Context: an optimization exercise on an open-source flow, tuned for small area and a short achievable clock period. The choices shown serve that exercise and are no tape-out recipe.
Only simulation tests tie the RTL to the original design; equivalence was not proved.
Power and IR drop assume default switching activity.

Design pixcorr, start of the top module:
module pixcorr (
    input  wire        clk,
    input  wire        rst,
    input  wire [31:0] cfg_dt,
    input  wire [31:0] cfg_h,
    input  wire [23:0] cfg_scene_ofs,
    input  wire [8:0]  cfg_alpha,
    input  wire [15:0] cfg_thr,
    input  wire        cfg_tf_en,
    input  wire        cfg_fresh,
    input  wire        frame_start,
    input  wire        frame_end,
    input  wire        in_valid,
    input  wire        in_blind,
    input  wire        in_sat,
    input  wire [23:0] in_xp,
    input  wire [23:0] in_b,
    input  wire [23:0] in_o,
    input  wire [15:0] in_d,
    input  wire [15:0] in_g,
    input  wire [15:0] in_s,
    output reg         out_valid,
    output reg  [15:0] out_y,
    output reg  [15:0] out_state,
    output reg         stats_valid,
    output reg  [19:0] st_nvalid,
    output reg  [19:0] st_ninvalid,
    output reg  [19:0] st_nbad,
    output reg  [19:0] st_nrsat,
    output reg  [19:0] st_clip_lo,
    output reg  [19:0] st_clip_hi,
    output reg  [19:0] st_motion,
    output reg  [15:0] st_min,
    output reg  [15:0] st_max,
    output reg  [35:0] st_sum
);
    reg [31:0] dt_r, h_r;
    reg [23:0] sofs_r;
    reg [4:0]  a_one, a_two, a_neg;
    reg [15:0] thr_r;
    reg        tf_en_r, fresh_r, dtnz_r;
    wire [10:0] a_ext = {1'b0, cfg_alpha, 1'b0};
    integer i;
    always @(posedge clk) begin
        dt_r    <= cfg_dt;
        dtnz_r  <= |cfg_dt;
        h_r     <= cfg_h;
        sofs_r  <= cfg_scene_ofs;
        for (i = 0; i < 5; i = i + 1) begin
  ...
Size: ~5900 cells after synthesis, about 480 I/O pins.
clock: 16.0 ns
lec_check: 0
cap_margin: 10
core_margin: 2
core_utilization: 40
place_density: 0.6
slew_margin: 10
standard.sh (not shown) runs the stock make flow with config.mk's settings and CLKGATE_MAP_FILE= SYNTH_SCRIPT=/design/flow/synth_recipe.tcl, a recipe that flattens the netlist after the stock synthesis.
==> flow/flow/run.sh <==
#!/bin/bash
# The standard layout with these changes to how it is made:
#  1. after the standard synthesis, flow/polarity.py removes inverters between
#     full adders (a full adder with all inputs and outputs inverted is the same
#     cell), leaving every register and all other logic as synthesized;
#  3. clock tree synthesis runs without dummy loads.
# The SDC, clock period and flow steps are the standard ones.
set -euo pipefail
here=$(pwd)
margin=$(cat flow/margin.txt)
cts="CTS_ARGS=-sink_clustering_enable -repair_clock_nets -dont_use_dummy_load"
sed "s|\"\${@:-finish}\"|SETUP_SLACK_MARGIN=${margin} '${cts}' \"\${@:-finish}\"|" standard.sh > own_standard.sh
grep -q "SETUP_SLACK_MARGIN=${margin}" own_standard.sh
res="$here/orfs/results/${FLOW_PLATFORM:-sky130hd}/pixcorr/base"
bash own_standard.sh "$res/1_2_yosys.v" > "$here/make_synth.log" 2>&1
cp "$res/1_2_yosys.v" "$here/1_2_yosys.standard.v"
python3 flow/polarity.py "$here/1_2_yosys.standard.v" "$res/1_2_yosys.v" > "$here/polarity.log" 2>&1
touch "$res/1_2_yosys.v"
bash own_standard.sh > "$here/make_finish.log" 2>&1
Other scripts of this flow, unchanged in this note and not shown: flow/flow/margin.txt, flow/flow/polarity.py
Next try:
==> flow/flow/run.sh (replaced) <==
#!/bin/bash
set -euo pipefail
here=$(pwd)
margin=$(cat flow/margin.txt)
sed "s|\"\${@:-finish}\"|SETUP_SLACK_MARGIN=${margin} \"\${@:-finish}\"|" standard.sh > own_standard.sh
grep -q "SETUP_SLACK_MARGIN=${margin}" own_standard.sh
res="$here/orfs/results/${FLOW_PLATFORM:-sky130hd}/pixcorr/base"
bash own_standard.sh "$res/1_2_yosys.v" > "$here/make_synth.log" 2>&1
cp "$res/1_2_yosys.v" "$here/1_2_yosys.standard.v"
python3 flow/polarity.py "$here/1_2_yosys.standard.v" "$res/1_2_yosys.v" > "$here/polarity.log" 2>&1
touch "$res/1_2_yosys.v"
bash own_standard.sh > "$here/make_finish.log" 2>&1
CAP_MARGIN = 20   (was 10)
SLEW_MARGIN = 20   (was 10)
Effect:
- first-iteration DRC count fell by 9.7%
- power rose by 1.7%
- core utilization rose by 0.54 points
- routed wire length barely changes
- synthesized area stays the same
- final cell count rose by 1.1%
- sequential cell count is unchanged
- clock-buffer cell count rose by 30
- design area rose by 1.2%
- critical path depth does not change
Next try:
--- a/flow/flow/run.sh
+++ b/flow/flow/run.sh
@@ -1,2 +1,8 @@
 #!/bin/bash
+# The standard layout with these changes to how it is made:
+#  1. after the standard synthesis, flow/polarity.py removes inverters between
+#     full adders (a full adder with all inputs and outputs inverted is the same
+#     cell), leaving every register and all other logic as synthesized;
+#  3. clock tree synthesis runs without dummy loads.
+# The SDC, clock period and flow steps are the standard ones.
 set -euo pipefail
@@ -4,3 +10,4 @@
 margin=$(cat flow/margin.txt)
-sed "s|\"\${@:-finish}\"|SETUP_SLACK_MARGIN=${margin} \"\${@:-finish}\"|" standard.sh > own_standard.sh
+cts="CTS_ARGS=-sink_clustering_enable -repair_clock_nets -dont_use_dummy_load"
+sed "s|\"\${@:-finish}\"|SETUP_SLACK_MARGIN=${margin} '${cts}' \"\${@:-finish}\"|" standard.sh > own_standard.sh
 grep -q "SETUP_SLACK_MARGIN=${margin}" own_standard.sh
CAP_MARGIN = 0   (was 20)
SLEW_MARGIN = 0   (was 20)
=> Final area decreases by 1.1%; count of clock-buffer cells in the layout is lower by 30; combinational power barely changes; power is lower by 1.7%; sequential cell count is unchanged; maximum frequency hardly moves; sequential share of layout area increases by 0.27 points; setup slack improves by 0.0047 ns; die area does not change; synthesized cell count is unchanged; critical path depth is unchanged.
Next try:
CAP_MARGIN = 20   (was 0)
CORE_UTILIZATION = 35   (was 40)
PLACE_DENSITY = 0.55   (was 0.6)
SLEW_MARGIN = 20   (was 0)
After rerunning:
- synthesized cell count stays the same
- core utilization shrinks by 5.6 points
- register-to-register slack loses 0.05 ns
- cell area grows slightly
- setup slack gains 0.019 ns
- routed wire length grows by a few percent
- via count shrinks slightly

* * *

== job 725 ==
pixcorr again, from the RTL that the note above started with.
==> flow/config.mk <==
export PLATFORM = sky130hd
export DESIGN_NAME = pixcorr
export DESIGN_NICKNAME = pixcorr
export VERILOG_FILES = /design/flow/design.v
export SDC_FILE = /design/flow/constraint.sdc
export NUM_CORES = 4
export LEC_CHECK = 0
export CAP_MARGIN = 20
export CORE_MARGIN = 2
export CORE_UTILIZATION = 40
export PLACE_DENSITY = 0.6
export SLEW_MARGIN = 20
==> flow/constraint.sdc <==
create_clock -name core_clock -period 16.0 [get_ports {clk}]
set_input_delay 3.2000 -clock core_clock [delete_from_list [all_inputs] [get_ports {clk}]]
set_output_delay 3.2000 -clock core_clock [all_outputs]
set_load 0.01 [all_outputs]
==> flow/flow/run.sh <==
#!/bin/bash
# The standard layout with these changes to how it is made:
#  1. after the standard synthesis, flow/polarity.py removes inverters between
#     full adders (a full adder with all inputs and outputs inverted is the same
#     cell), leaving every register and all other logic as synthesized;
#  3. clock tree synthesis runs without dummy loads.
# The SDC, clock period and flow steps are the standard ones.
set -euo pipefail
here=$(pwd)
margin=$(cat flow/margin.txt)
cts="CTS_ARGS=-sink_clustering_enable -repair_clock_nets -dont_use_dummy_load"
sed "s|\"\${@:-finish}\"|SETUP_SLACK_MARGIN=${margin} '${cts}' \"\${@:-finish}\"|" standard.sh > own_standard.sh
grep -q "SETUP_SLACK_MARGIN=${margin}" own_standard.sh
res="$here/orfs/results/${FLOW_PLATFORM:-sky130hd}/pixcorr/base"
bash own_standard.sh "$res/1_2_yosys.v" > "$here/make_synth.log" 2>&1
cp "$res/1_2_yosys.v" "$here/1_2_yosys.standard.v"
python3 flow/polarity.py "$here/1_2_yosys.standard.v" "$res/1_2_yosys.v" > "$here/polarity.log" 2>&1
touch "$res/1_2_yosys.v"
bash own_standard.sh > "$here/make_finish.log" 2>&1
==> flow/flow/margin.txt <==
11.6
Other scripts of this flow, unchanged in this note and not shown: flow/flow/polarity.py
Job 725 finished all stages; the layout is clean.
Inputs modified between job 725 and job 6866:
==> flow/flow/margin.txt <==
11.5
Findings:
Relative to job 725, job 6866 improves first-pass GRT wire length. met1 layer wirelength in the final routing for job 6866: about 1.7% down relative to job 725. Result: PASS for each of job 6866 and job 725. The clock group total power was comparable across job 6866 and job 725. On delay of the slowest cell on the worst path, the higher figure sits with job 725, not job 6866. Combinational share of power: job 6866 and job 725 compared, lower one is job 6866. Job 6866 against job 725; post-route cell area is down by a few percent. Side by side, fmax turned out lower in job 6866 than in job 725. Routed wire length down 1.4% in job 6866 wrt job 725. Signed area change from the synthesized netlist to the final layout (job 6866 over job 725): decrease, 4.3 points.
#### Input delta (job 1339 over job 6866)
diff --git a/flow/flow/run.sh b/flow/flow/run.sh
--- a/flow/flow/run.sh
+++ b/flow/flow/run.sh
@@ -9,5 +9,5 @@
 here=$(pwd)
 margin=$(cat flow/margin.txt)
-cts="CTS_ARGS=-sink_clustering_enable -repair_clock_nets -dont_use_dummy_load"
+cts="CTS_ARGS=-sink_clustering_enable -repair_clock_nets -dont_use_dummy_load -sink_clustering_size 24 -sink_clustering_max_diameter 130"
 sed "s|\"\${@:-finish}\"|SETUP_SLACK_MARGIN=${margin} '${cts}' \"\${@:-finish}\"|" standard.sh > own_standard.sh
 grep -q "SETUP_SLACK_MARGIN=${margin}" own_standard.sh
Detailed-route wire length per cell shrinks slightly when moving from job 6866 to job 1339. Diff job 6866 -> job 1339: maximum cell stage delay along the critical path rose 30 ps; non-clock buffer count rose 18. Run comparison: job 6866 critical path endpoint st_sum[21]; job 1339 critical path endpoint st_max[10]. Job 6866 was routed with more vias than job 1339. The post-route cell area of job 1339 is lower than that of job 6866.
--- input diff job 1339..job 7081 ---
Settings: swapping 0.6 for 0.7 in PLACE_DENSITY; swapping 40 for 45 in CORE_UTILIZATION.
diff --git a/flow/flow/run.sh b/flow/flow/run.sh
--- a/flow/flow/run.sh
+++ b/flow/flow/run.sh
@@ -9,5 +9,5 @@
 here=$(pwd)
 margin=$(cat flow/margin.txt)
-cts="CTS_ARGS=-sink_clustering_enable -repair_clock_nets -dont_use_dummy_load -sink_clustering_size 24 -sink_clustering_max_diameter 130"
+cts="CTS_ARGS=-sink_clustering_enable -repair_clock_nets -dont_use_dummy_load"
 sed "s|\"\${@:-finish}\"|SETUP_SLACK_MARGIN=${margin} '${cts}' \"\${@:-finish}\"|" standard.sh > own_standard.sh
 grep -q "SETUP_SLACK_MARGIN=${margin}" own_standard.sh
==> results.txt <==
- Wire length (job 7081 vs. job 1339) decreases by a few percent
- For the post-route core utilization, job 7081 came in 5.8 points higher than job 1339 did.
- Non-clock buffer count (job 1339 / job 7081): 1.06
- In job 7081, critical path depth in cells is higher than in job 1339.
- Job 1339 → job 7081: number of non-filler instances in the completed layout went down 2.9%; cell area power density went up about 4%.
- Job 1339 and job 7081 ended up with roughly the same area added between synthesis and finish.
- [compare] base=job 1339 new=job 7081: power consumption saw an increase, final area closely matched the old numbers, wire length of the first global-routing pass decreased by 5.3 mm relative to the old numbers, worst-margin pin slew shrank by 130 ps.

## re-timing with driven ports
Ports are ideal in the flow. The routed layouts listed here were re-timed in OpenROAD. Step 1: set_driving_cell puts a clkbuf_16 on clk and a buf_2 on each other input, an assumption about the parent block. Step 2, shift: input delay + t, output delay - t, t = (earliest + latest rising clock arrival at the registers) / 2. This alone moves slack from input paths to output paths. Three values: no drivers, after step 1, after step 2; two values: the first two.
| run | t, ns | slack for setup (ns) | worst setup path at the end | worst register clock-pin slew, ns | worst slew at a driven data input, ns |
|---|---|---|---|---|---|
| the first run of note 1 | 0.754 | 11.549 / 11.468 / 10.912 | input to register | 0.06 / 0.06 | 0.11 |
| the second run of note 1 | 0.794 | 11.544 / 11.463 / 10.917 | input to register | 0.07 / 0.07 | 0.11 |
| the third run of note 1 | 0.754 | 11.549 / 11.468 / 10.912 | input to register | 0.06 / 0.06 | 0.11 |
| the fourth run of note 1 | 0.748 | 11.568 / 11.489 / 10.983 | input to register | 0.06 / 0.06 | 0.11 |
| job 725 | 0.760 | 11.590 / 11.511 / 10.993 | input to register | 0.06 / 0.06 | 0.10 |
| job 6866 | 0.754 | 11.549 / 11.468 / 10.912 | input to register | 0.06 / 0.06 | 0.11 |
| job 1339 | 0.701 | 11.551 / 11.475 / 10.945 | input to register | 0.11 / 0.11 | 0.11 |
| job 7081 | 0.734 | 11.379 / 11.379 / 10.992 | input to register | 0.06 / 0.06 | 0.12 |
After both steps setup and hold are still met in every run listed.
